Source: an optimization exercise on an open RTL-to-GDS flow (aim: small area, a short achievable clock period and few clock cycles per item). Production flows keep margins and buffers that such runs may drop. Where RTL was checked, it was by simulation tests only, not by an equivalence proof against the original. No functional check of the RTL was part of runs 2 and 3. No activity file was given, so power comes from the tool's default toggle rates.

**design.v**
```verilog
module iz_carrier_decode (
    input  wire [255:0] c,
    output wire         cov
);
    wire [63:0] r_lo  = c[63:0];
    wire [63:0] r_mid = c[127:64];
    wire [63:0] r_hi  = c[191:128];
    wire [23:0] r_cnt = c[215:192];
    wire [5:0]  r_anc = c[221:216];
    wire lo_nz  = |r_lo;
    wire mid_nz = |r_mid;
    wire hi_nz  = |r_hi;
    wire cnt_z  = ~|r_cnt;
    wire [23:0] cm1;
    iz_add #(.W(24)) u_cm1 (.a(r_cnt), .b(24'hFFFFFF), .ci(1'b0), .s(cm1), .co());
    wire bad_lo, bad_mid, bad_hi;
    iz_bin_check u_lo  (.x(r_lo),  .cm1(cm1), .bad(bad_lo));
    iz_bin_check u_mid (.x(r_mid), .cm1(cm1), .bad(bad_mid));
    iz_bin_check u_hi  (.x(r_hi),  .cm1(cm1), .bad(bad_hi));
    wire anc_big = r_anc[5] & r_anc[4] & (r_anc[3] | (r_anc[2] & (r_anc[1] | r_anc[0])));
    wire cnt_big = r_cnt[23] & (|r_cnt[22:0]);
    wire empty_bad = cnt_z & ((|c[225:222]) | (|r_anc) | lo_nz | mid_nz | hi_nz);
    wire low_bad = ((r_anc[5:1] == 5'd0) & lo_nz) | ((r_anc == 6'd0) & mid_nz);
    assign cov = c[226] | (|c[255:227]) | anc_big | cnt_big | empty_bad |
                 low_bad | bad_lo | bad_mid | bad_hi;
endmodule
module iz_bin_check (
    input  wire [63:0] x,
    input  wire [23:0] cm1,
    output wire        bad
);
    wire        s = x[63];
    wire [63:0] y = x ^ {64{s}};
    wire gt1, eq1, gt0, eq0;
    iz_cmp #(.W(24)) u_c1 (.a(y[63:40]), .b(cm1),  .gt(gt1), .eq(eq1));
    iz_cmp #(.W(24)) u_c0 (.a(y[23:0]),  .b(~cm1), .gt(gt0), .eq(eq0));
    assign bad = gt1 | (eq1 & (&y[39:24]) & (gt0 | (s & eq0)));
endmodule
module iz_cmp #(
    parameter W = 8
) (
    input  wire [W-1:0] a,
    input  wire [W-1:0] b,
    output wire         gt,
    output wire         eq
);
    localparam N = (W <= 8) ? 8 : (W <= 16) ? 16 : (W <= 32) ? 32 : (W <= 64) ? 64 : (W <= 128) ? 128 : 256;
    reg [N-1:0] g, e;
    integer i, l;
    always @* begin
        g = {N{1'b0}};
        e = {N{1'b1}};
        for (i = 0; i < W; i = i + 1) begin
            g[i] = a[i] & ~b[i];
            e[i] = ~(a[i] ^ b[i]);
        end
        for (l = 1; l < N; l = l * 2)
            for (i = 0; i + l < N; i = i + 2 * l) begin
                g[i] = g[i + l] | (e[i + l] & g[i]);
                e[i] = e[i + l] & e[i];
            end
    end
    assign gt = g[0];
    assign eq = e[0];
endmodule
module iz_add #(
    parameter W = 8
) (
    input  wire [W-1:0] a,
    input  wire [W-1:0] b,
    input  wire         ci,
    output wire [W-1:0] s,
    output wire         co
);
    reg [W-1:0] p, g, p0;
    integer i, j;
    always @* begin
        p0 = a ^ b;
        p = p0;
        g = a & b;
        g[0] = g[0] | (p[0] & ci);
        for (i = 1; (1 << i) <= W; i = i + 1)
            for (j = (1 << i) - 1; j < W; j = j + (1 << i)) begin
                g[j] = g[j] | (p[j] & g[j - (1 << (i - 1))]);
                p[j] = p[j] & p[j - (1 << (i - 1))];
            end
        for (i = 8; i > 0; i = i - 1)
            for (j = (1 << i) + (1 << (i - 1)) - 1; j < W; j = j + (1 << i)) begin
                g[j] = g[j] | (p[j] & g[j - (1 << (i - 1))]);
                p[j] = p[j] & p[j - (1 << (i - 1))];
            end
    end
    assign s  = p0 ^ {g[W-2:0], ci};
    assign co = g[W-1];
endmodule
module iz_lead #(
    parameter W  = 145,
    parameter PW = 8
) (
    input  wire [W-1:0]  x,
    output wire [PW-1:0] pp
);
    localparam L = (W <= 8) ? 3 : (W <= 16) ? 4 : (W <= 32) ? 5 : (W <= 64) ? 6 : (W <= 128) ? 7 : 8;
    localparam N = 1 << L;
    wire [N-1:0] xp = {{(N-W){1'b0}}, x};
    genvar k, i;
    generate
        for (k = 0; k <= L; k = k + 1) begin : lv
            wire [(N >> k)-1:0] v;
            wire [((N >> k) * (k + 1))-1:0] p;
            for (i = 0; i < (N >> k); i = i + 1) begin : nd
                if (k == 0) begin : leaf
                    assign v[i] = xp[i];
                    assign p[i] = 1'b0;
                end else begin : node
                    wire vh = lv[k-1].v[2*i+1];
                    wire vl = lv[k-1].v[2*i];
                    wire [k-1:0] ph = lv[k-1].p[(2*i+1)*k +: k];
                    wire [k-1:0] pl = lv[k-1].p[(2*i)*k +: k];
                    assign v[i] = vh | vl;
                    assign p[i*(k+1) +: (k+1)] = vh ? {1'b1, ph} : {1'b0, pl};
                end
            end
        end
    endgenerate
    wire [L:0] top_p = lv[L].p[L:0];
    assign pp = {{(PW-L){1'b0}}, top_p[L:1]};
endmodule
module iz_carrier_unit (
    input  wire         clk,
    input  wire         rst,
    input  wire         in_valid,
    output wire         in_ready,
    input  wire [1:0]   in_op,
    input  wire [255:0] in_a,
    input  wire [255:0] in_b,
    output reg          out_valid,
    input  wire         out_ready,
    output wire [255:0] out_data,
    output wire [2:0]   out_exc
);
    localparam [23:0] L = 24'h800000;
    localparam [63:0] QNAN = 64'h7FF8_0000_0000_0000;
    localparam [63:0] PINF = 64'h7FF0_0000_0000_0000;
    localparam [63:0] NINF = 64'hFFF0_0000_0000_0000;
    wire op_dep = (in_op == 2'd0);
    wire op_mrg = (in_op == 2'd1);
    wire op_q   = in_op[1];
    wire [63:0] a_lo  = in_a[63:0];
    wire [63:0] a_mid = in_a[127:64];
    wire [63:0] a_hi  = in_a[191:128];
    wire [23:0] a_cnt = in_a[215:192];
    wire [5:0]  a_anc = in_a[221:216];
    wire        a_nan = in_a[222], a_pinf = in_a[223], a_ninf = in_a[224], a_any = in_a[225];
    wire [63:0] b_lo  = in_b[63:0];
    wire [63:0] b_mid = in_b[127:64];
    wire [63:0] b_hi  = in_b[191:128];
    wire [23:0] b_cnt = in_b[215:192];
    wire [5:0]  b_anc = in_b[221:216];
    wire cov_a, cov_b;
    iz_carrier_decode u_dec_a (.c(in_a), .cov(cov_a));
    iz_carrier_decode u_dec_b (.c(in_b), .cov(cov_b));
    wire [63:0] x  = in_b[63:0];
    wire        xs = x[63];
    wire [10:0] xe = x[62:52];
    wire [51:0] xf = x[51:0];
    wire e_max  = &xe;
    wire e_zero = ~|xe;
    wire f_zero = ~|xf;
    wire x_nan  = e_max & ~f_zero;
    wire x_inf  = e_max & f_zero;
    wire x_zero = e_zero & f_zero;
    wire x_fnz  = ~e_max & ~x_zero;           
    wire [11:0] xg = {1'b0, xe} + 12'd57;
    wire [8:0]  xn = xg[11:3];
    reg  [5:0]  xb_n;
    reg  [2:0]  xr_n;
    wire [4:0] xuv = {1'b0, xn[7:4]} + {1'b0, xn[3:0]} + {xn[8], 4'd0};
    reg  [2:0] xq1;
    always @* begin
        case (xuv)
            5'd0, 5'd1, 5'd2, 5'd3, 5'd4:      begin xq1 = 3'd0; xr_n = xuv[2:0];         end
            5'd5, 5'd6, 5'd7, 5'd8, 5'd9:      begin xq1 = 3'd1; xr_n = xuv[2:0] - 3'd5;  end
            5'd10, 5'd11, 5'd12, 5'd13, 5'd14: begin xq1 = 3'd2; xr_n = xuv[2:0] - 3'd2;  end
            5'd15, 5'd16, 5'd17, 5'd18, 5'd19: begin xq1 = 3'd3; xr_n = xuv[2:0] - 3'd7;  end
            5'd20, 5'd21, 5'd22, 5'd23, 5'd24: begin xq1 = 3'd4; xr_n = xuv[2:0] - 3'd4;  end
            5'd25, 5'd26, 5'd27, 5'd28, 5'd29: begin xq1 = 3'd5; xr_n = xuv[2:0] - 3'd1;  end
            default:                           begin xq1 = 3'd6; xr_n = xuv[2:0] - 3'd6;  end
        endcase
    end
    always @* xb_n = {xn[8:4], 1'b0} + {1'b0, xn[8:4]} + {3'd0, xq1};
    wire        sub_hi = |xf[51:34];
    wire [5:0]  xb = e_zero ? {5'd0, sub_hi} : xb_n;
    wire [5:0]  xm5s = {2'b00, xe[10:7]} + {2'b00, xe[6:3]} + 6'd2 + {5'd0, &xe[2:0]};
    reg  [2:0]  xr_f;
    always @* begin
        case (xm5s)
            6'd0, 6'd5, 6'd10, 6'd15, 6'd20, 6'd25, 6'd30: xr_f = 3'd0;
            6'd1, 6'd6, 6'd11, 6'd16, 6'd21, 6'd26, 6'd31: xr_f = 3'd1;
            6'd2, 6'd7, 6'd12, 6'd17, 6'd22, 6'd27, 6'd32: xr_f = 3'd2;
            6'd3, 6'd8, 6'd13, 6'd18, 6'd23, 6'd28, 6'd33: xr_f = 3'd3;
            default: xr_f = 3'd4;
        endcase
    end
    wire [2:0]  xr = e_zero ? (sub_hi ? 3'd2 : 3'd7) : xr_f;
    wire [2:0]  x3 = e_zero ? 3'd2 : (xe[2:0] + 3'd1);
    wire        fill = op_dep & x_fnz & xs;
    wire [52:0] xm   = {~e_zero, xf} ^ {53{xs}};
    reg [59:0] va;
    always @* begin
        case (x3)
            3'd0: va = {{7{fill}}, xm};
            3'd1: va = {{6{fill}}, xm, {1{fill}}};
            3'd2: va = {{5{fill}}, xm, {2{fill}}};
            3'd3: va = {{4{fill}}, xm, {3{fill}}};
            3'd4: va = {{3{fill}}, xm, {4{fill}}};
            3'd5: va = {{2{fill}}, xm, {5{fill}}};
            3'd6: va = {{1{fill}}, xm, {6{fill}}};
            default: va = {xm, {7{fill}}};
        endcase
    end
    reg [91:0] vw;
    always @* begin
        case (xr)
            3'd0: vw = {{32{fill}}, va};
            3'd1: vw = {{24{fill}}, va, {8{fill}}};
            3'd2: vw = {{16{fill}}, va, {16{fill}}};
            3'd3: vw = {{8{fill}}, va, {24{fill}}};
            3'd4: vw = {va, {32{fill}}};
            default: vw = {va[35:0], {56{fill}}};
        endcase
    end
    wire [119:0] wx = {vw, {28{fill}}};
    wire [39:0] wx_hi  = wx[119:80];
    wire        xb_is0 = e_zero & ~sub_hi;
    wire        xb_le1 = e_zero | (xe < 11'd23);
    wire [39:0] wx_mid = xb_is0 ? {40{fill}} : wx[79:40];
    wire [39:0] wx_lo  = xb_le1 ? {40{fill}} : wx[39:0];
    wire       y_valid = op_mrg | (op_dep & x_fnz);
    wire [5:0] y_anc   = op_mrg ? b_anc : xb;
    wire signed [12:0] xd = $signed({2'b00, xe}) - $signed({1'b0, a_anc, 5'd0}) -
                            $signed({4'b0000, a_anc, 3'd0});
    wire [3:0] dn_le = {xd < -13'sd137, xd < -13'sd97, xd < -13'sd57, xd < -13'sd17};
    wire [1:0] dn_ge = {xd >= 13'sd63, xd >= 13'sd23};
    wire [5:0] yb_anc  = op_mrg ? b_anc : {5'd0, sub_hi};
    wire signed [6:0] bd = $signed({1'b0, yb_anc}) - $signed({1'b0, a_anc});
    wire [3:0] db_le = {bd <= -7'sd3, bd <= -7'sd2, bd <= -7'sd1, bd <= 7'sd0};
    wire [1:0] db_ge = {bd >= 7'sd3, bd >= 7'sd2};
    wire       use_xd  = op_dep & ~e_zero;
    wire [3:0] le      = use_xd ? dn_le : db_le;
    wire [1:0] ge      = use_xd ? dn_ge : db_ge;
    wire       a_ge    = le[0];
    wire [1:0] dc_ay   = le[3] ? 2'd3 : le[2] ? 2'd2 : le[1] ? 2'd1 : 2'd0;
    wire [1:0] dc_ya   = ge[1] ? 2'd3 : ge[0] ? 2'd2 : 2'd1;
    wire       y_up    = y_valid & ~a_ge;
    wire [5:0] m_anc   = y_up ? y_anc : a_anc;
    wire [1:0] sh_a    = y_up ? dc_ya : 2'd0;
    wire [1:0] sh_y    = ~y_valid ? 2'd3 : (a_ge ? dc_ay : 2'd0);
    wire [63:0] yr_lo  = op_dep ? {{24{fill}}, wx_lo}  : b_lo;
    wire [63:0] yr_mid = op_dep ? {{24{fill}}, wx_mid} : b_mid;
    wire [63:0] yr_hi  = op_dep ? {{24{fill}}, wx_hi}  : b_hi;
    wire [63:0] yfill  = {64{fill}};
    wire [63:0] al_hi  = (sh_a == 2'd0) ? a_hi : 64'd0;
    wire [63:0] al_mid = (sh_a == 2'd0) ? a_mid : (sh_a == 2'd1) ? a_hi : 64'd0;
    wire [63:0] al_lo  = (sh_a == 2'd0) ? a_lo : (sh_a == 2'd1) ? a_mid :
                         (sh_a == 2'd2) ? a_hi : 64'd0;
    wire [63:0] yl_hi  = (sh_y == 2'd0) ? yr_hi : yfill;
    wire [63:0] yl_mid = (sh_y == 2'd0) ? yr_mid : (sh_y == 2'd1) ? yr_hi : yfill;
    wire [63:0] yl_lo  = (sh_y == 2'd0) ? yr_lo : (sh_y == 2'd1) ? yr_mid :
                         (sh_y == 2'd2) ? yr_hi : yfill;
    wire [63:0] s_lo, s_mid, s_hi;
    wire [63:0] y_mid = yl_mid | ({64{op_q}} & {{40{a_lo[63]}}, a_lo[63:40]});
    wire        c40;
    wire [24:0] mh1;
    iz_add #(.W(40)) u_c40 (.a(a_mid[39:0]), .b({{16{a_lo[63]}}, a_lo[63:40]}),
                            .ci(1'b0), .s(), .co(c40));
    iz_add #(.W(25)) u_mh1 (.a({a_mid[63], a_mid[63:40]}), .b({25{a_lo[63]}}),
                            .ci(1'b0), .s(mh1), .co());
    wire [63:0] y_hi  = yl_hi  | ({64{op_q}} & {{39{mh1[24]}}, mh1});
    iz_add #(.W(64)) u_add_lo  (.a(al_lo),  .b(yl_lo), .ci(fill), .s(s_lo),  .co());
    iz_add #(.W(64)) u_add_mid (.a(al_mid), .b(y_mid), .ci(fill), .s(s_mid), .co());
    iz_add #(.W(64)) u_add_hi  (.a(al_hi),  .b(y_hi),  .ci(fill | (op_q & c40)), .s(s_hi), .co());
    wire [23:0] cnt_s;
    wire        cnt_c;
    iz_add #(.W(24)) u_add_cnt (.a(a_cnt), .b(op_mrg ? b_cnt : 24'd1), .ci(1'b0),
                                .s(cnt_s), .co(cnt_c));
    wire ovf = cov_a | (op_mrg & cov_b) | cnt_c | (cnt_s[23] & (|cnt_s[22:0]));
    wire f_nan  = a_nan  | (op_mrg ? in_b[222] : (op_dep & x_nan));
    wire f_pinf = a_pinf | (op_mrg ? in_b[223] : (op_dep & x_inf & ~xs));
    wire f_ninf = a_ninf | (op_mrg ? in_b[224] : (op_dep & x_inf & xs));
    wire f_any  = a_any  | (op_mrg ? in_b[225] : (op_dep & ~(x_zero & xs)));
    wire kill  = ~op_q & ovf;             
    wire clear = op_q | ovf;              
    wire [226:0] r_d = {
        kill,
        {f_any, f_ninf, f_pinf, f_nan} & {4{~clear}},
        m_anc & {6{~kill}},
        kill ? L : (cnt_s & {24{~op_q}}),
        {s_hi, s_mid, s_lo} & {192{~kill}}
    };
    wire q_nan = cov_a | a_nan | (a_pinf & a_ninf);
    wire [6:0] f_d = {
        op_q,
        op_q ? cov_a : ovf,                                
        op_q & ~cov_a & a_pinf & a_ninf & ~a_nan,          
        q_nan,
        a_pinf | a_ninf,
        a_ninf,
        (a_cnt != 24'd0) & ~a_any                          
    };
    reg [226:0] r;
    reg         r_q, r_e0, r_e1, r_qnan, r_qinf, r_qneg, r_zneg;
    assign in_ready = !out_valid || out_ready;
    wire take = in_valid && in_ready;
    always @(posedge clk) begin
        if (rst)
            out_valid <= 1'b0;
        else if (in_ready)
            out_valid <= in_valid;
    end
    always @(posedge clk) begin
        if (take) begin
            r <= r_d;
            {r_q, r_e0, r_e1, r_qnan, r_qinf, r_qneg, r_zneg} <= f_d;
        end
    end
    wire [143:0] t    = {r[191:128], r[103:64], r[39:0]};
    wire [5:0]   anc  = r[221:216];
    wire         sgn  = t[143];
    wire [143:0] tn   = t ^ {144{sgn}};       
    wire         t_zero = ~|t;
    wire [144:0] lz_in = {tn, 1'b1} |
                         ({145{anc == 6'd0}} & (145'd1 << 139)) |
                         ({145{anc == 6'd1}} & (145'd1 << 99)) |
                         ({145{anc == 6'd2}} & (145'd1 << 59)) |
                         ({145{anc == 6'd3}} & (145'd1 << 19));
    wire [7:0] sft;
    iz_lead #(.W(145), .PW(8)) u_lead (.x(lz_in), .pp(sft));
    wire [197:0] xs0 = {t, 54'd0};
    wire [180:0] xs7 = sft[7] ? {{111{1'b0}}, xs0[197:128]} : xs0[180:0];
    wire [116:0] xs6 = sft[6] ? xs7[180:64] : xs7[116:0];
    wire [84:0]  xs5 = sft[5] ? xs6[116:32] : xs6[84:0];
    wire [68:0]  xs4 = sft[4] ? xs5[84:16]  : xs5[68:0];
    wire [60:0]  xs3 = sft[3] ? xs4[68:8]   : xs4[60:0];
    wire [56:0]  xs2 = sft[2] ? xs3[60:4]   : xs3[56:0];
    wire [54:0]  xs1 = sft[1] ? xs2[56:2]   : xs2[54:0];
    wire [53:0]  xs_ = sft[0] ? xs1[54:1]   : xs1[53:0];
    wire st = (sft[7] & (|xs0[127:54])) | (sft[6] & (|xs7[63:0])) |
              (sft[5] & (|xs6[31:0])) | (sft[4] & (|xs5[15:0])) |
              (sft[3] & (|xs4[7:0])) | (sft[2] & (|xs3[3:0])) |
              (sft[1] & (|xs2[1:0])) | (sft[0] & xs1[0]);
    wire [53:0] mg = xs_ ^ {54{sgn}};         
    wire [52:0] m  = mg[53:1];
    wire        g  = mg[0];
    wire        cy  = sgn & ~st;
    wire        inc = cy ? (g | m[0]) : (g & (st | m[0]));
    wire [11:0] e40 = {anc, 5'd0} + {3'd0, anc, 3'd0} - 12'd139;
    wire [11:0] epre = {4'd0, sft} + e40;
    wire [51:0] mf;
    wire        mc;
    iz_add #(.W(52)) u_round (.a(m[51:0]), .b(52'd0), .ci(inc), .s(mf), .co(mc));
    wire [11:0] epre1 = epre + 12'd1;
    wire [11:0] epre2 = epre + 12'd2;
    wire [11:0] efin  = (m[52] & mc) ? epre2 : (m[52] | mc) ? epre1 : epre;
    wire [63:0] pk    = {efin, mf};
    wire q_ovf = (epre >= 12'd2047) | ((epre == 12'd2046) & (m[52] | mc)) |
                 ((epre == 12'd2045) & m[52] & mc);
    reg [63:0] q_res;
    always @* begin
        if (r_qnan)
            q_res = QNAN;
        else if (r_qinf)
            q_res = r_qneg ? NINF : PINF;
        else if (t_zero)
            q_res = r_zneg ? 64'h8000_0000_0000_0000 : 64'd0;
        else if (q_ovf)
            q_res = sgn ? NINF : PINF;
        else
            q_res = {sgn, pk[62:0]};
    end
    wire q_oexc = ~r_qnan & ~r_qinf & ~t_zero & q_ovf;
    assign out_data = {29'd0,
                       r[226:222],
                       r[221:216] & {6{~r_q}},
                       r[215:192],
                       r[191:64] & {128{~r_q}},
                       r_q ? q_res : r[63:0]};
    assign out_exc = {r_q & q_oexc, r_e1, r_e0};
endmodule
```
**flow/run.sh**
```bash
#!/bin/bash
# Layout flow: the standard ORFS flow, with two changes to how the layout
# is made: ORFS's timing repair works to a setup-slack margin, so that it aims
# at a shorter achieved period than the 40 ns clock asks for, and the buffer
# that the standard flow puts on every port is the small buf_1. Clock,
# constraints and every other step are the standard ones. The make output goes
# to flow_make.log in this folder.
set -euo pipefail
MARGIN=${MARGIN:-23.5}
bash standard.sh SETUP_SLACK_MARGIN=$MARGIN \
    "BUFFER_PORTS_ARGS=-buffer_cell sky130_fd_sc_hd__buf_1" finish > flow_make.log 2>&1
```
**standard.sh**
```bash
#!/bin/bash
# synth_recipe.tcl (not shown) runs the flow's synth.tcl, then flattens the netlist and writes it again
# the make line also repeats each setting of config.mk as NAME=value (left out here)
make -C /OpenROAD-flow-scripts/flow DESIGN_CONFIG=/design/flow/config.mk WORK_HOME=/design/flow/orfs CLKGATE_MAP_FILE= SYNTH_SCRIPT=/design/flow/synth_recipe.tcl "${@:-finish}"
```
**config.mk**
```make
export PLATFORM = sky130hd
export DESIGN_NAME = iz_carrier_unit
export DESIGN_NICKNAME = iz_carrier_unit
export VERILOG_FILES = /design/flow/design.v
export SDC_FILE = /design/flow/constraint.sdc
export NUM_CORES = 4
export LEC_CHECK = 0
export ABC_AREA = 1
export CAP_MARGIN = 20
export CORE_MARGIN = 2
export CORE_UTILIZATION = 45
export PLACE_DENSITY = 0.6
export SLEW_MARGIN = 20
```
**constraint.sdc**
```tcl
create_clock -name core_clock -period 40.0 [get_ports {clk}]
set_input_delay 8.0000 -clock core_clock [delete_from_list [all_inputs] [get_ports {clk}]]
set_output_delay 8.0000 -clock core_clock [all_outputs]
set_load 0.01 [all_outputs]
```
==> results of run 1 <==
per-stage QoR:
step,total power (uW),cells,cell area [um^2]
floorplan,1370,9519,60400
global placement,1940,11700,64300
detailed placement,1970,11700,64300
CTS,2300,11800,66700
global route,2620,11900,68900
finish,2540,11900,69000
cell usage in the layout, fill, tap and decap left out, types with 46 or more instances in the layout:
cell and instances:
nand4_1 193, o221ai_1 77, o21ai_1 112, nor3_1 67, o211ai_1 125, clkbuf_16 46
ha_1 673, nor2_1 1014, fa_1 126, inv_1 1136, o21ai_0 471, xor2_1 332
xnor2_1 133, buf_4 247, edfxtp_1 234, nor4_1 153, nand2_1 1716, a22oi_1 64
o22ai_1 246, buf_1 737, a21oi_1 408, nand3_1 924
cell type report:
class / instances / area, um^2
inverters: 1199 / 4660
diodes: 36 / 90.1
repair inverters: 3 / 15.0
well taps: 1768 / 2210
clock buffers: 38 / 759
clock inverters: 15 / 155
multi-input cells: 7561 / 47700
repair buffers: 1073 / 6300
fillers: 13800 / 64300
flip-flops and latches: 235 / 7050
how the worst max path moves through the flow:
stage,slack [ns],end,startpoint
detailed placement,19.45,r[191]$_DFFE_PP_,in_b[52]
global placement,19.65,r[191]$_DFFE_PP_,in_b[52]
global route,23.06,r[63]$_DFFE_PP_,in_b[57]
finish,23.50,r[127]$_DFFE_PP_,in_b[52]
floorplan,23.54,r[127]$_DFFE_PP_,in_b[52]
CTS,23.49,r[191]$_DFFE_PP_,in_b[52]
power breakdown:
group,switching (uW),total (uW),internal [uW]
registers,71.2,390,319
logic,1290,1880,593
clock network,122,270,148
repair_timing:
action	in CTS	in global routing
setup buffers	51	83
pin swaps	27	79
cloned	14	19
endpoints found under the setup margin	229	134
gates resized for setup	209	281
worst max-delay path: cells and delay by family:
| kind | cells | cell delay [ns] |
|---|---|---|
| and+or+nand+nor | 20 | 1.94 |
| buffers and inverters | 14 | 2.69 |
| AOI/OAI and AO/OA | 14 | 2.66 |
| adders and majority gates | 3 | 1.10 |
| xor gates and xnor gates | 2 | 0.37 |
per-layer routing:
layer	track usage, %	vias up
met1	60.8	37200
met4	57.1	24
met5	1.08	-
li1	-	33900
met3	25.7	2577
met2	80.0	7348
kinds of logic after synthesis:
kind of cell	count (synthesis)
muxes	1
xor gates and xnor gates	477
AOI/OAI and AO/OA	1933
other	1
buffers and inverters	1729
and+or+nand+nor	4302
DFF	235
adders and majority gates	813
sequential cells by signal, indices dropped and copies added, names as in the netlist:
signal,flops
r_qinf,1
r_qneg,1
r_zneg,1
out_valid,1
r_e0,1
r_qnan,1
r,227
r_e1,1
r_q,1
==> summary.md, run 1 <==
| Metric | Value |
|---|---|
| DP Wirelength | `318 mm` |
| Maxcap violations | `0` |
| WP data required | `40.34 ns` |
| Final WL | `409 mm` |
| Overall Global Routing Usage | `56.5%` |
| Final nets | `11400` |
| Worst Max-Slew Pin Slew | `~1.4 ns` |
| Outcome | `timing/DRC/antenna clean` |
| Post-route minimum period | `16.50 ns` |
| Final hold violations | `0` |
| Unique masters post-synth | `just over 80` |
| Setup WS pre-CTS | `19.45 ns` |
| Type of origin of the critical path | `input pin` |
| DRC errors left | `0` |
| Hold Path Cell Cnt | `2` |
| Clock root buffer | `clkbuf_16` |
| Worst setup EP type | `flop` |
| Top sig layer | `met5` |
| Final Skew | `0.0276 ns` |
| Area contributors post-synth | `ha_1, edfxtp_1, nand2_1` |
| Final core occ | `51.7%` |
| Mapped Cells | `9491` |
| Via count | `about 80000` |
| GRT overflow | `0` |
| H-tree Lvls | `1` |
| Syn Area/Cell | `6.36 um^2` |
| Synth Area in XOR/XNOR | `around 7%` |
| Top post-synthesis cells by count | `nand2_1, inv_1, nor2_1` |
| Die Span Y | `370 um` |
| Post-synth ARST share | `0%` |
| R2r worst-path depth | `5` |
| Flop and latch count out of synthesis | `235` |
| Period Utilization, post-route | `41.2%` |
| Main synth FF type | `edfxtp_1` |
| WHS Endpoint | `out_valid$_SDFFE_PP0N_` |
| Largest family of logic cells by synthesized area | `simple AND/OR/NAND/NOR gates` |
| Adder-Cell Fraction of Synth Area | `18.5%` |
| Std cell rows | `134` |
| Post-synthesis simple-gate area fraction | `between 30% and 40%` |
| Die area | `137000 um^2` |
| R2R setup slack | `36.03 ns` |
| Post-synthesis mux area share | `less than 1%` |
| Reg-to-reg endpoint | `r[92]$_DFFE_PP_` |
| Die width | `370 um` |
| Post-DR wirelength/cell | `34.3 um` |
| Most frequent cell after synthesis | `nand2_1` |
| Worst IR Drop VDD | `0.0292 mV` |
| CP peak stage delay | `0.45 ns` |
| WHS | `about 0.56 ns` |
| CTS tree | `yes` |
| Clock Latency Late Sink | `0.64 ns` |
| PortBufs | `749` |
| Data arrival time of the worst path | `between 15 and 20 ns` |
| Met2 WL | `160 mm` |
| First-pass GRT wire length | `551 mm` |
| Final setup vio count | `0` |
| CTS max path bufs | `3` |
| Largest net degree at the start of global routing | `100` |
| Synthesized cell area | `60300 um^2` |
| Initial core utilization | `45.3%` |
| Hold path start | `out_valid$_SDFFE_PP0N_` |
| Share of the synthesized area in the top cell type | `14.1%` |
| Power Dens Cells | `~37 nW/um^2` |
| WL met3 | `approximately 60 mm` |
| Hold WC Path Type | `reg -> reg` |
| Final ANT Viol Nets | `0` |
| Critical path's slowest cell | `buf_4` |
| Most frequent CP cell | `nand2_1` |
| Initial DRC count | `approximately 14000` |
| Synth Area in Compound Gates | `19.7%` |
| Post-synth EDFFs | `234` |
| TritonCTS sink count | `235` |
| Core Box Area | `133000 um^2` |
| RSZ-0062 raised after global routing | `yes` |
| CTS Hold Bufs | `0` |
| Worst r2r src | `out_valid$_SDFFE_PP0N_` |
| DR vias/cell | `approximately 6.8` |
| Fin. max-slew vios | `0` |
| Share of cells above drive strength 1 | `7.73%` |
| Area leader, netlist | `ha_1` |
| TNS Setup | `0 ns` |
| Vias in the first global route | `~72000` |
| Initial antenna violation count | `36` |
| Fin worst setup slack | `23.50 ns` |
| Wl on met1 | `134 mm` |
| Num CTS Buffers | `29` |
| Sequential cell area fraction in the yosys report | `11.7%` |
| Warnings from Yosys | `7` |
| F_max | `60.6 MHz` |
| Final GP Congestion | `1.24` |
| Relative slew slack | `8.58%` |
| I/O pins | `779` |
| Critical-path maximum fanout | `60` |
| Pre-antenna DRT Iters | `22` |
| P_leak | `0.0320 uW` |
| CTS clock-pin slew for the worst setup and hold paths | `0.06 ns` |
| Area grow syn2layout | `14.3%` |
| WS Path Type | `in -> reg` |
Testbench counts, summed over its fixed seeds: cycles 12,008, items 12,000.
==> run 2, diff against run 1 <==
--- a/design.v
+++ b/design.v
@@ -44,7 +44,7 @@
     output wire         gt,
     output wire         eq
 );
-    localparam N = (W <= 8) ? 8 : (W <= 16) ? 16 : (W <= 32) ? 32 : (W <= 64) ? 64 : (W <= 128) ? 128 : 256;
+    localparam N = 1 << $clog2(W);
     reg [N-1:0] g, e;
     integer i, l;
     always @* begin
@@ -84,7 +84,7 @@
                 g[j] = g[j] | (p[j] & g[j - (1 << (i - 1))]);
                 p[j] = p[j] & p[j - (1 << (i - 1))];
             end
-        for (i = 8; i > 0; i = i - 1)
+        for (i = $clog2(W); i > 0; i = i - 1)
             for (j = (1 << i) + (1 << (i - 1)) - 1; j < W; j = j + (1 << i)) begin
                 g[j] = g[j] | (p[j] & g[j - (1 << (i - 1))]);
                 p[j] = p[j] & p[j - (1 << (i - 1))];
@@ -100,7 +100,7 @@
     input  wire [W-1:0]  x,
     output wire [PW-1:0] pp
 );
-    localparam L = (W <= 8) ? 3 : (W <= 16) ? 4 : (W <= 32) ? 5 : (W <= 64) ? 6 : (W <= 128) ? 7 : 8;
+    localparam L = $clog2(W);
     localparam N = 1 << L;
     wire [N-1:0] xp = {{(N-W){1'b0}}, x};
     genvar k, i;
@@ -175,35 +175,18 @@
     wire [8:0]  xn = xg[11:3];
     reg  [5:0]  xb_n;
     reg  [2:0]  xr_n;
-    wire [4:0] xuv = {1'b0, xn[7:4]} + {1'b0, xn[3:0]} + {xn[8], 4'd0};
-    reg  [2:0] xq1;
+    integer k5;
     always @* begin
-        case (xuv)
-            5'd0, 5'd1, 5'd2, 5'd3, 5'd4:      begin xq1 = 3'd0; xr_n = xuv[2:0];         end
-            5'd5, 5'd6, 5'd7, 5'd8, 5'd9:      begin xq1 = 3'd1; xr_n = xuv[2:0] - 3'd5;  end
-            5'd10, 5'd11, 5'd12, 5'd13, 5'd14: begin xq1 = 3'd2; xr_n = xuv[2:0] - 3'd2;  end
-            5'd15, 5'd16, 5'd17, 5'd18, 5'd19: begin xq1 = 3'd3; xr_n = xuv[2:0] - 3'd7;  end
-            5'd20, 5'd21, 5'd22, 5'd23, 5'd24: begin xq1 = 3'd4; xr_n = xuv[2:0] - 3'd4;  end
-            5'd25, 5'd26, 5'd27, 5'd28, 5'd29: begin xq1 = 3'd5; xr_n = xuv[2:0] - 3'd1;  end
-            default:                           begin xq1 = 3'd6; xr_n = xuv[2:0] - 3'd6;  end
-        endcase
+        xb_n = 6'd52;
+        for (k5 = 52; k5 >= 1; k5 = k5 - 1)
+            if (xn < 5 * k5) xb_n = k5 - 1;
     end
-    always @* xb_n = {xn[8:4], 1'b0} + {1'b0, xn[8:4]} + {3'd0, xq1};
+    wire [2:0] xb5 = {xb_n[0], 2'b00} + xb_n[2:0];    
+    always @* xr_n = xn[2:0] - xb5;
     wire        sub_hi = |xf[51:34];
     wire [5:0]  xb = e_zero ? {5'd0, sub_hi} : xb_n;
-    wire [5:0]  xm5s = {2'b00, xe[10:7]} + {2'b00, xe[6:3]} + 6'd2 + {5'd0, &xe[2:0]};
-    reg  [2:0]  xr_f;
-    always @* begin
-        case (xm5s)
-            6'd0, 6'd5, 6'd10, 6'd15, 6'd20, 6'd25, 6'd30: xr_f = 3'd0;
-            6'd1, 6'd6, 6'd11, 6'd16, 6'd21, 6'd26, 6'd31: xr_f = 3'd1;
-            6'd2, 6'd7, 6'd12, 6'd17, 6'd22, 6'd27, 6'd32: xr_f = 3'd2;
-            6'd3, 6'd8, 6'd13, 6'd18, 6'd23, 6'd28, 6'd33: xr_f = 3'd3;
-            default: xr_f = 3'd4;
-        endcase
-    end
-    wire [2:0]  xr = e_zero ? (sub_hi ? 3'd2 : 3'd7) : xr_f;
-    wire [2:0]  x3 = e_zero ? 3'd2 : (xe[2:0] + 3'd1);
+    wire [2:0]  xr = e_zero ? (sub_hi ? 3'd2 : 3'd7) : xr_n;
+    wire [2:0]  x3 = e_zero ? 3'd2 : xg[2:0];
     wire        fill = op_dep & x_fnz & xs;
     wire [52:0] xm   = {~e_zero, xf} ^ {53{xs}};
     reg [59:0] va;
@@ -232,26 +215,15 @@
     end
     wire [119:0] wx = {vw, {28{fill}}};
     wire [39:0] wx_hi  = wx[119:80];
-    wire        xb_is0 = e_zero & ~sub_hi;
-    wire        xb_le1 = e_zero | (xe < 11'd23);
-    wire [39:0] wx_mid = xb_is0 ? {40{fill}} : wx[79:40];
-    wire [39:0] wx_lo  = xb_le1 ? {40{fill}} : wx[39:0];
+    wire [39:0] wx_mid = (xb == 6'd0) ? {40{fill}} : wx[79:40];
+    wire [39:0] wx_lo  = (xb[5:1] == 5'd0) ? {40{fill}} : wx[39:0];
     wire       y_valid = op_mrg | (op_dep & x_fnz);
     wire [5:0] y_anc   = op_mrg ? b_anc : xb;
-    wire signed [12:0] xd = $signed({2'b00, xe}) - $signed({1'b0, a_anc, 5'd0}) -
-                            $signed({4'b0000, a_anc, 3'd0});
-    wire [3:0] dn_le = {xd < -13'sd137, xd < -13'sd97, xd < -13'sd57, xd < -13'sd17};
-    wire [1:0] dn_ge = {xd >= 13'sd63, xd >= 13'sd23};
-    wire [5:0] yb_anc  = op_mrg ? b_anc : {5'd0, sub_hi};
-    wire signed [6:0] bd = $signed({1'b0, yb_anc}) - $signed({1'b0, a_anc});
-    wire [3:0] db_le = {bd <= -7'sd3, bd <= -7'sd2, bd <= -7'sd1, bd <= 7'sd0};
-    wire [1:0] db_ge = {bd >= 7'sd3, bd >= 7'sd2};
-    wire       use_xd  = op_dep & ~e_zero;
-    wire [3:0] le      = use_xd ? dn_le : db_le;
-    wire [1:0] ge      = use_xd ? dn_ge : db_ge;
-    wire       a_ge    = le[0];
-    wire [1:0] dc_ay   = le[3] ? 2'd3 : le[2] ? 2'd2 : le[1] ? 2'd1 : 2'd0;
-    wire [1:0] dc_ya   = ge[1] ? 2'd3 : ge[0] ? 2'd2 : 2'd1;
+    wire       a_ge    = (a_anc >= y_anc);
+    wire [5:0] d_ay    = a_anc - y_anc;
+    wire [5:0] d_ya    = y_anc - a_anc;
+    wire [1:0] dc_ay   = (d_ay > 6'd2) ? 2'd3 : d_ay[1:0];
+    wire [1:0] dc_ya   = (d_ya > 6'd2) ? 2'd3 : d_ya[1:0];
     wire       y_up    = y_valid & ~a_ge;
     wire [5:0] m_anc   = y_up ? y_anc : a_anc;
     wire [1:0] sh_a    = y_up ? dc_ya : 2'd0;
@@ -329,13 +301,20 @@
     wire         sgn  = t[143];
     wire [143:0] tn   = t ^ {144{sgn}};       
     wire         t_zero = ~|t;
-    wire [144:0] lz_in = {tn, 1'b1} |
-                         ({145{anc == 6'd0}} & (145'd1 << 139)) |
-                         ({145{anc == 6'd1}} & (145'd1 << 99)) |
-                         ({145{anc == 6'd2}} & (145'd1 << 59)) |
-                         ({145{anc == 6'd3}} & (145'd1 << 19));
-    wire [7:0] sft;
-    iz_lead #(.W(145), .PW(8)) u_lead (.x(lz_in), .pp(sft));
+    wire [7:0] pp;                            
+    iz_lead #(.W(145), .PW(8)) u_lead (.x({tn, 1'b1}), .pp(pp));
+    reg [7:0] c_anc;
+    always @* begin
+        case (anc)
+            6'd0: c_anc = 8'd139;
+            6'd1: c_anc = 8'd99;
+            6'd2: c_anc = 8'd59;
+            6'd3: c_anc = 8'd19;
+            default: c_anc = 8'd0;
+        endcase
+    end
+    wire       nrm = (pp >= c_anc);
+    wire [7:0] sft = nrm ? pp : c_anc;
     wire [197:0] xs0 = {t, 54'd0};
     wire [180:0] xs7 = sft[7] ? {{111{1'b0}}, xs0[197:128]} : xs0[180:0];
     wire [116:0] xs6 = sft[6] ? xs7[180:64] : xs7[116:0];
@@ -354,17 +333,12 @@
     wire        g  = mg[0];
     wire        cy  = sgn & ~st;
     wire        inc = cy ? (g | m[0]) : (g & (st | m[0]));
-    wire [11:0] e40 = {anc, 5'd0} + {3'd0, anc, 3'd0} - 12'd139;
-    wire [11:0] epre = {4'd0, sft} + e40;
-    wire [51:0] mf;
-    wire        mc;
-    iz_add #(.W(52)) u_round (.a(m[51:0]), .b(52'd0), .ci(inc), .s(mf), .co(mc));
-    wire [11:0] epre1 = epre + 12'd1;
-    wire [11:0] epre2 = epre + 12'd2;
-    wire [11:0] efin  = (m[52] & mc) ? epre2 : (m[52] | mc) ? epre1 : epre;
-    wire [63:0] pk    = {efin, mf};
-    wire q_ovf = (epre >= 12'd2047) | ((epre == 12'd2046) & (m[52] | mc)) |
-                 ((epre == 12'd2045) & m[52] & mc);
+    wire [11:0] e40 = {anc, 5'd0} + {3'd0, anc, 3'd0};
+    wire [11:0] epre = nrm ? ({4'd0, pp} + e40 - 12'd139) : 12'd0;
+    wire [11:0] ehid = epre + {11'd0, m[52]};
+    wire [63:0] pk;
+    iz_add #(.W(64)) u_round (.a({ehid, m[51:0]}), .b(64'd0), .ci(inc), .s(pk), .co());
+    wire q_ovf = pk[63] | (&pk[62:52]);
     reg [63:0] q_res;
     always @* begin
         if (r_qnan)
==> run.sh (new file) <==
#!/bin/bash
# synth_recipe.tcl (not shown) runs the flow's synth.tcl, then flattens the netlist and writes it again
# the make line also repeats each setting of config.mk as NAME=value (left out here)
make -C /OpenROAD-flow-scripts/flow DESIGN_CONFIG=/design/flow/config.mk WORK_HOME=/design/flow/orfs CLKGATE_MAP_FILE= SYNTH_SCRIPT=/design/flow/synth_recipe.tcl finish
--- a/config.mk
+++ b/config.mk
@@ -5,9 +5,8 @@
 export SDC_FILE = /design/flow/constraint.sdc
 export NUM_CORES = 4
 export LEC_CHECK = 0
-export ABC_AREA = 1
 export CAP_MARGIN = 20
 export CORE_MARGIN = 2
-export CORE_UTILIZATION = 45
-export PLACE_DENSITY = 0.6
+export CORE_UTILIZATION = 25
+export PLACE_DENSITY = 0.35
 export SLEW_MARGIN = 20
removed: flow/run.sh
removed: standard.sh
==> summary.md, run 2 <==
| Metric | Value |
|---|---|
| Outcome | `timing/DRC/antenna clean` |
| DRC errors left | `0 (unchanged)` |
| CTS tree | `yes` |
| Post-synthesis mux area share | `2.52% (+2.5 points)` |
| CTS clock-pin slew for the worst setup and hold paths | `0.06 ns (about the same)` |
| Final WL | `506 mm (+24%)` |
| I/O pins | `779 (unchanged)` |
| Area contributors post-synth | `ha_1, edfxtp_1, xor2_1` |
| Final core occ | `30.3% (-21 points)` |
| Warnings from Yosys | `6 (-1)` |
| Share of the synthesized area in the top cell type | `13.3% (-0.72 points)` |
| Die Span Y | `501 um (+35%)` |
| Final GP Congestion | `1.06 (-15%)` |
| Hold Path Cell Cnt | `2 (unchanged)` |
| F_max | `41.3 MHz (-32%)` |
| Top post-synthesis cells by count | `nor2_1, ha_1, nand2_1` |
| Worst setup path start | `r[191]$_DFFE_PP_` |
| Clock root buffer | `clkbuf_16` |
| Max FFs per register | `227 (unchanged)` |
| Synthesized cell area | `61800 um^2 (+2.5%)` |
| Synth Area in Compound Gates | `32.4% (+13 points)` |
| TritonCTS sink count | `235 (unchanged)` |
| Biggest register | `r` |
| Worst r2r src | `out_valid$_SDFFE_PP0N_` |
| Core Box Area | `246000 um^2 (+85%)` |
| Mapped Cells | `8271 (-13%)` |
| Synth Area in XOR/XNOR | `7.94% (+1.0 points)` |
| Final nets | `10100 (-12%)` |
| CP peak stage delay | `0.92 ns (+0.47 ns)` |
| CTS max path bufs | `3 (unchanged)` |
| Largest family of logic cells by synthesized area | `compound AO/OA/AOI/OAI gates` |
| Worst IR Drop VDD | `0.0302 mV (+3.2%)` |
| Power Dens Cells | `41.5 nW/um^2 (+13%)` |
| P_leak | `0.0303 uW (-5.3%)` |
| Data arrival time of the worst path | `16.24 ns (-0.59 ns)` |
| WS Path Type | `reg -> out` |
| Worst Max-Slew Pin Slew | `1.30 ns (-0.0579 ns)` |
| Post-route minimum period | `24.24 ns (+7.74 ns)` |
| Final ANT Viol Nets | `0 (unchanged)` |
| Fin. max-slew vios | `0 (unchanged)` |
| Die area | `251000 um^2 (+83%)` |
| Final hold violations | `0 (unchanged)` |
| Area grow syn2layout | `20.6%` |
| Most common cell after layout, fill and taps aside | `clkdlybuf4s50_1` |
| H-tree Lvls | `1 (unchanged)` |
| Final Skew | `0.0672 ns (+0.0396 ns)` |
| Most frequent cells in the layout | `clkdlybuf4s50_1, nor2_1, ha_1` |
| Most frequent cell after synthesis | `nor2_1` |
| Clock Latency Late Sink | `0.66 ns (+0.02 ns)` |
| DR vias/cell | `6.36 (-6.3%)` |
| Area leader, netlist | `ha_1` |
| Relative slew slack | `12.5% (+3.9 points)` |
| Overall Global Routing Usage | `38.5% (-18 points)` |
| Vias in the first global route | `71900 (-0.54%)` |
| Worst setup EP type | `output port` |
| Post-synth EDFFs | `234 (unchanged)` |
| Die width | `501 um (+35%)` |
| Period Utilization, post-route | `60.6% (+19 points)` |
| Unique masters post-synth | `125 (+54%)` |
| Sequential cell area fraction in the yosys report | `11.4% (-0.28 points)` |
| Post-DR wirelength/cell | `42.1 um (+23%)` |
| Critical path's slowest cell | `or3_1` |
| Via count | `76500 (-5.6%)` |
| GRT overflow | `0 (unchanged)` |
| Adder-Cell Fraction of Synth Area | `17.5% (-1.0 points)` |
| Std cell rows | `182 (+36%)` |
| R2R setup slack | `35.76 ns (-0.27 ns)` |
| First-pass GRT wire length | `668 mm (+21%)` |
| Pre-antenna DRT Iters | `10 (-55%)` |
| Largest net degree at the start of global routing | `145 (+45%)` |
| Initial core utilization | `25.1% (-20 points)` |
| Type of origin of the critical path | `flop` |
| Share of cells above drive strength 1 | `6.84% (-0.89 points)` |
| Post-synthesis simple-gate area fraction | `20.7% (-11 points)` |
| WP data required | `32.00 ns (-8.34 ns)` |
| Main synth FF type | `edfxtp_1` |
| R2r worst-path depth | `5 (unchanged)` |
| PortBufs | `749 (unchanged)` |
| Post-CTS setup buffers | `0 (-100%)` |
| Resize count post-CTS | `0 (-100%)` |
| Initial DRC count | `10000 (-29%)` |
| DP Wirelength | `411 mm (+29%)` |
| Num CTS Buffers | `30 (+3.4%)` |
| TNS Setup | `0 ns (unchanged)` |
| Reg-to-reg endpoint | `r[154]$_DFFE_PP_` |
| Maxcap violations | `0 (unchanged)` |
| Post-synth ARST share | `0% (unchanged)` |
| WHS Endpoint | `out_valid$_SDFFE_PP0N_` |
| Critical-path maximum fanout | `80 (+33%)` |
| RSZ-0062 raised after global routing | `no` |
| Initial antenna violation count | `69 (+92%)` |
| Hold WC Path Type | `reg -> reg` |
| Most frequent CP cell | `buf_4` |
| Syn Area/Cell | `7.47 um^2 (+18%)` |
| Flop and latch count out of synthesis | `235 (unchanged)` |
| CTS Hold Bufs | `0 (unchanged)` |
| Final setup vio count | `0 (unchanged)` |
| Hold path start | `out_valid$_SDFFE_PP0N_` |
==> run 2: per-layer routing <==
layer / wire length [um] / up-vias / track usage (%)
met5: 275 / - / 0
met4: 42700 / 46 / 26.1
met3: 46200 / 1314 / 9.36
met2: 218000 / 4973 / 59.4
met1: 199000 / 37900 / 47.2
li1: - / 32300 / -
==> run 2: cells by family after synthesis <==
logic type               after synthesis
other                                  1
flip-flops                           235
multiplexers                         146
buffers and inverters               1121
adder cells (fa/ha/maj)              789
XOR/XNOR                             559
AO/OA/AOI/OAI                       2849
AND/OR/NAND/NOR                     2571
==> run 2: area by class of cell <==
cell class	instances	area, um^2
antenna	26	65.1
clock buffer	34	787
clock inverter	21	150
fill	26700	171000
inverter	447	1680
multi-input combinational	6943	50600
sequential	235	7050
tap	3220	4030
timing repair buffer	1101	10100
==> run 2: report_power, final <==
part | internal, uW | leakage (uW) | switching (uW)
Combinational | 775 | 0.0275 | 1610
Clock | 148 | 0.000466 | 124
Sequential | 329 | 0.00233 | 114
==> run 2: worst max path at each step <==
stage / end
after floorplan: out_data[11]
after global placement: r[191]$_DFFE_PP_
after detailed placement: r[127]$_DFFE_PP_
after CTS: r[127]$_DFFE_PP_
after global routing: r[127]$_DFFE_PP_
final: out_data[27]
==> run 2: stage by stage <==
| step | power (uW) | area [um^2] | hold WS (ns) | std cells | setup WS (ns) |
|---|---|---|---|---|---|
| detailed placement | 2730 | 73500 | 0.528 | 11900 | 15.46 |
| CTS | 3020 | 74400 | 0.534 | 12000 | 16.07 |
| floorplan | 1610 | 61900 | 0.593 | 8299 | 18.82 |
| global placement | 2750 | 73400 | 0.520 | 11900 | 12.76 |
| global route | 3200 | 74500 | 0.550 | 12000 | 14.73 |
| finish | 3100 | 74500 | 0.525 | 12000 | 15.76 |
==> run 2: critical path: cells and delay by family, from the launching register on <==
kind	cells	cell delay [ns]
AOI/OAI and AO/OA	16	4.70
xor gates and xnor gates	1	0.16
adders and majority gates	4	0.92
buffers and inverters	9	4.07
DFF	1	0.33
and+or+nand+nor	18	5.23
==> run 3, diff against run 2 <==
--- a/config.mk
+++ b/config.mk
@@ -5,6 +5,7 @@
 export SDC_FILE = /design/flow/constraint.sdc
 export NUM_CORES = 4
 export LEC_CHECK = 0
+export ABC_AREA = 1
 export CAP_MARGIN = 20
 export CORE_MARGIN = 2
 export CORE_UTILIZATION = 25
==> summary.md, run 3 <==
| Metric | Value |
|---|---|
| Die width | `501 um (about the same)` |
| Critical path's slowest cell | `inv_2` |
| Worst setup EP type | `output port` |
| Synthesized cell area | `61800 um^2 (about the same)` |
| P_leak | `0.0338 uW (+12%)` |
| Worst IR Drop VDD | `0.0307 mV (+1.7%)` |
| Fin. max-slew vios | `0 (unchanged)` |
| Std cell rows | `182 (unchanged)` |
| Top post-synthesis cells by count | `nand2_1, inv_1, nor2_1` |
| Most frequent cells in the layout | `nand2_1, inv_1, nor2_1` |
| F_max | `41.1 MHz (-0.50%)` |
| Syn Area/Cell | `6.18 um^2 (-17%)` |
| Warnings from Yosys | `6 (unchanged)` |
| Period Utilization, post-route | `60.9% (+0.30 points)` |
| Die area | `251000 um^2 (about the same)` |
| Multi-input logic area | `47300 um^2 (-6.5%)` |
| H-tree Lvls | `1 (unchanged)` |
| Most common cell after layout, fill and taps aside | `nand2_1` |
| Adder-Cell Fraction of Synth Area | `17.5% (about the same)` |
| Overall Global Routing Usage | `34.7% (-3.8 points)` |
| Area grow syn2layout | `18.1%` |
| Die Span Y | `501 um (about the same)` |
| GRT overflow | `0 (unchanged)` |
| Most frequent cell after synthesis | `nand2_1` |
| Final GP Congestion | `1.05 (-0.19%)` |
| DR vias/cell | `5.52 (-13%)` |
| Unique masters post-synth | `89 (-29%)` |
| Post-synth EDFFs | `234 (unchanged)` |
| Relative slew slack | `11.2% (-1.2 points)` |
| WS Path Type | `reg -> out` |
| Critical-path maximum fanout | `128 (+60%)` |
| Post-synthesis mux area share | `0.0324% (-2.5 points)` |
| Hold WC Path Type | `reg -> reg` |
| Resize count post-CTS | `0 (unchanged)` |
| Main synth FF type | `edfxtp_1` |
| Initial DRC count | `8323 (-17%)` |
| Core Box Area | `246000 um^2 (unchanged)` |
| CTS Hold Bufs | `0 (unchanged)` |
| Largest net degree at the start of global routing | `129 (-11%)` |
| CTS clock-pin slew for the worst setup and hold paths | `0.09 ns (+0.03 ns)` |
| DP Wirelength | `382 mm (-6.8%)` |
| Post-synthesis simple-gate area fraction | `33.6% (+13 points)` |
| I/O pins | `779 (unchanged)` |
| First-pass GRT wire length | `609 mm (-8.7%)` |
| Synth Area in XOR/XNOR | `6.51% (-1.4 points)` |
| Net Sw Frac | `61.0% (+1.4 points)` |
| Final WL | `454 mm (-10%)` |
| TritonCTS sink count | `235 (unchanged)` |
| Post-DR wirelength/cell | `33.2 um (-21%)` |
| Clock root buffer | `clkbuf_16` |
| Register share of total power | `14.5% (+0.2 points)` |
| Post-route minimum period | `24.36 ns (+0.122 ns)` |
| CTS max path bufs | `3 (unchanged)` |
| Final hold violations | `0 (unchanged)` |
| Via count | `75600 (-1.3%)` |
| Fill cell count | `27700 (+3.9%)` |
| Power Dens Cells | `40.8 nW/um^2 (-1.7%)` |
| Final nets | `11700 (+16%)` |
| WP data required | `32.00 ns (about the same)` |
| Post-CTS setup buffers | `0 (unchanged)` |
| Combinational share of power | `76.2% (-0.7 points)` |
| Vias in the first global route | `71900 (-0.0097%)` |
| Post-synth ARST share | `0% (unchanged)` |
| PortBufs | `749 (unchanged)` |
| Top Usage Layer GRT | `met2` |
| Share of the synthesized area in the top cell type | `14.8% (+1.5 points)` |
| DRC errors left | `0 (unchanged)` |
| Clock power frac | `9.3% (+0.5 points)` |
| Most frequent CP cell | `nand2_1` |
| Maxcap violations | `0 (unchanged)` |
| Synth Area in Compound Gates | `18.3% (-14 points)` |
| Flop and latch count out of synthesis | `235 (unchanged)` |
| R2R setup slack | `36.75 ns (+0.99 ns)` |
| Final setup vio count | `0 (unchanged)` |
| Type of origin of the critical path | `flop` |
| Final Skew | `0.0619 ns (-0.00527 ns)` |
| Outcome | `timing/DRC/antenna clean` |
| Met3 usage | `5.40% (-4.0 points)` |
| GR Util met2 | `55.2% (-4.2 points)` |
| WHS | `0.554 ns (+0.0287 ns)` |
| Share of cells above drive strength 1 | `3.83% (-3.0 points)` |
| Area contributors post-synth | `nand2_1, ha_1, edfxtp_1` |
| Final ANT Viol Nets | `0 (unchanged)` |
| Worst Max-Slew Pin Slew | `1.32 ns (+0.0132 ns)` |
| CP peak stage delay | `0.71 ns (-0.21 ns)` |
| Max FFs per register | `227 (unchanged)` |
| RSZ-0062 raised after global routing | `no` |
| Total Power | `2980 uW (-3.7%)` |
| Area occupied by registers | `7050 um^2 (unchanged)` |
| Initial antenna violation count | `25 (-64%)` |
| Area leader, netlist | `nand2_1` |
| Largest family of logic cells by synthesized area | `simple AND/OR/NAND/NOR gates` |
| Switching power | `1820 uW (-1.4%)` |
| CTS tree | `yes` |
| TNS Setup | `0 ns (unchanged)` |
| Met1 usage | `43.6% (-3.5 points)` |
| Mapped Cells | `9995 (+21%)` |
| Pre-antenna DRT Iters | `7 (-3)` |
| Initial core utilization | `25.1% (about the same)` |
| Data arrival time of the worst path | `16.36 ns (+0.12 ns)` |
| Num CTS Buffers | `30 (unchanged)` |
| Internal Pwr Total | `1160 uW (-7.1%)` |
| Biggest register | `r` |
| Clock Latency Late Sink | `0.67 ns (about the same)` |
| Sequential cell area fraction in the yosys report | `11.4% (about the same)` |
==> run 3: worst paths after layout <==
check | startpoint | end | cells after the start
worst max-delay path | r[191]$_DFFE_PP_ | out_data[43] | 58
worst min-delay path | out_valid$_SDFFE_PP0N_ | out_valid$_SDFFE_PP0N_ | 2
worst min register to register | out_valid$_SDFFE_PP0N_ | out_valid$_SDFFE_PP0N_ | 2
worst max register to register | out_valid$_SDFFE_PP0N_ | r[98]$_DFFE_PP_ | 4
==> run 3: power by group through the flow <==
stage / logic [uW] / registers (uW) / clock network [uW]
after floorplan: 1310 / 373 / 0
after global placement: 2220 / 433 / 0
after detailed placement: 2210 / 433 / 0
after CTS: 2220 / 428 / 286
after global routing: 2450 / 430 / 294
final: 2270 / 432 / 279
==> run 3: layout make-up <==
cell class | count | area share, %
antenna | 18 | 0.0617
clock buffer | 31 | 1.06
clock inverter | 25 | 0.261
inverter | 1250 | 6.45
multi-input combinational | 7968 | 64.8
sequential | 235 | 9.66
tap | 3220 | 5.52
timing repair buffer | 931 | 12.1
==> run 3: per-stage QoR <==
| stage | util (%) | setup WS, ns | instances | cell area, um^2 |
|---|---|---|---|---|
| finish | 29.7 | 15.64 | 13700 | 73000 |
| CTS | 29.7 | 15.97 | 13700 | 72900 |
| detailed placement | 29.3 | 15.71 | 13600 | 72000 |
| global placement | 29.3 | 15.66 | 13600 | 71900 |
| floorplan | - | 19.83 | 10000 | 61900 |
| global route | 29.7 | 14.32 | 13700 | 73000 |
==> run 3: worst max-delay path, delay by kind of cell (launching register included) <==
kind / cells / cell delay (ns)
buf+inv: 10 / 4.09
simple gates: 29 / 5.65
flops: 1 / 0.41
xor+xnor: 3 / 0.51
fa+ha+maj: 4 / 0.85
compound gates: 11 / 3.58
mux: 1 / 0.21
==> run 3: layer usage <==
metal / vias up / wire [um] / share of wire, %
li1: 34600 / - / -
met1: 36300 / 186000 / 41
met2: 3772 / 200000 / 44
met3: 893 / 32000 / 7.0
met4: 14 / 35800 / 7.9
met5: - / 81 / 0.018
==> run 3: kinds of logic (layout without fill, tap and decap cells) <==
| logic type | count (synthesis) | in the layout |
|---|---|---|
| muxes | 2 | 2 |
| xor gates and xnor gates | 458 | 458 |
| DFF | 235 | 235 |
| other | 1 | 47 |
| AOI/OAI and AO/OA | 1852 | 1852 |
| adders and majority gates | 788 | 788 |
| buffers and inverters | 1820 | 2237 |
| and+or+nand+nor | 4839 | 4839 |

port drivers added, routing unchanged:
How much do the figures lean on ideal ports? The routed layouts below were timed once more, with nothing changed but the port constraints.
Step 1 sets driving cells, clkbuf_16 on the clock port and buf_2 on the other inputs (assumed; they add their load-dependent delay and slew).
Step 2 also shifts input and output timing later by t, the mid clock arrival at the registers, as if the neighbouring blocks saw the same clock.
Three values: ideal, step 1, step 2; two values: the first two.
run	t (ns)	slack for setup (ns)	slew at the worst register clock pin (ns)	worst data-port slew with drivers (ns)	cell pins on the clock port's net
run 1	0.706	23.501 / 23.561 / 22.857	0.11 / 0.11	0.10	1
run 2	0.730	15.764 / 15.666 / 15.454	0.07 / 0.07	0.15	1
run 3	0.734	15.642 / 15.554 / 15.549	0.09 / 0.09	0.15	1
After both steps setup and hold are still met in every run listed. The setup slack of run 1, which loses most, moves by +0.060 ns with the drivers and by -0.644 ns with both steps.
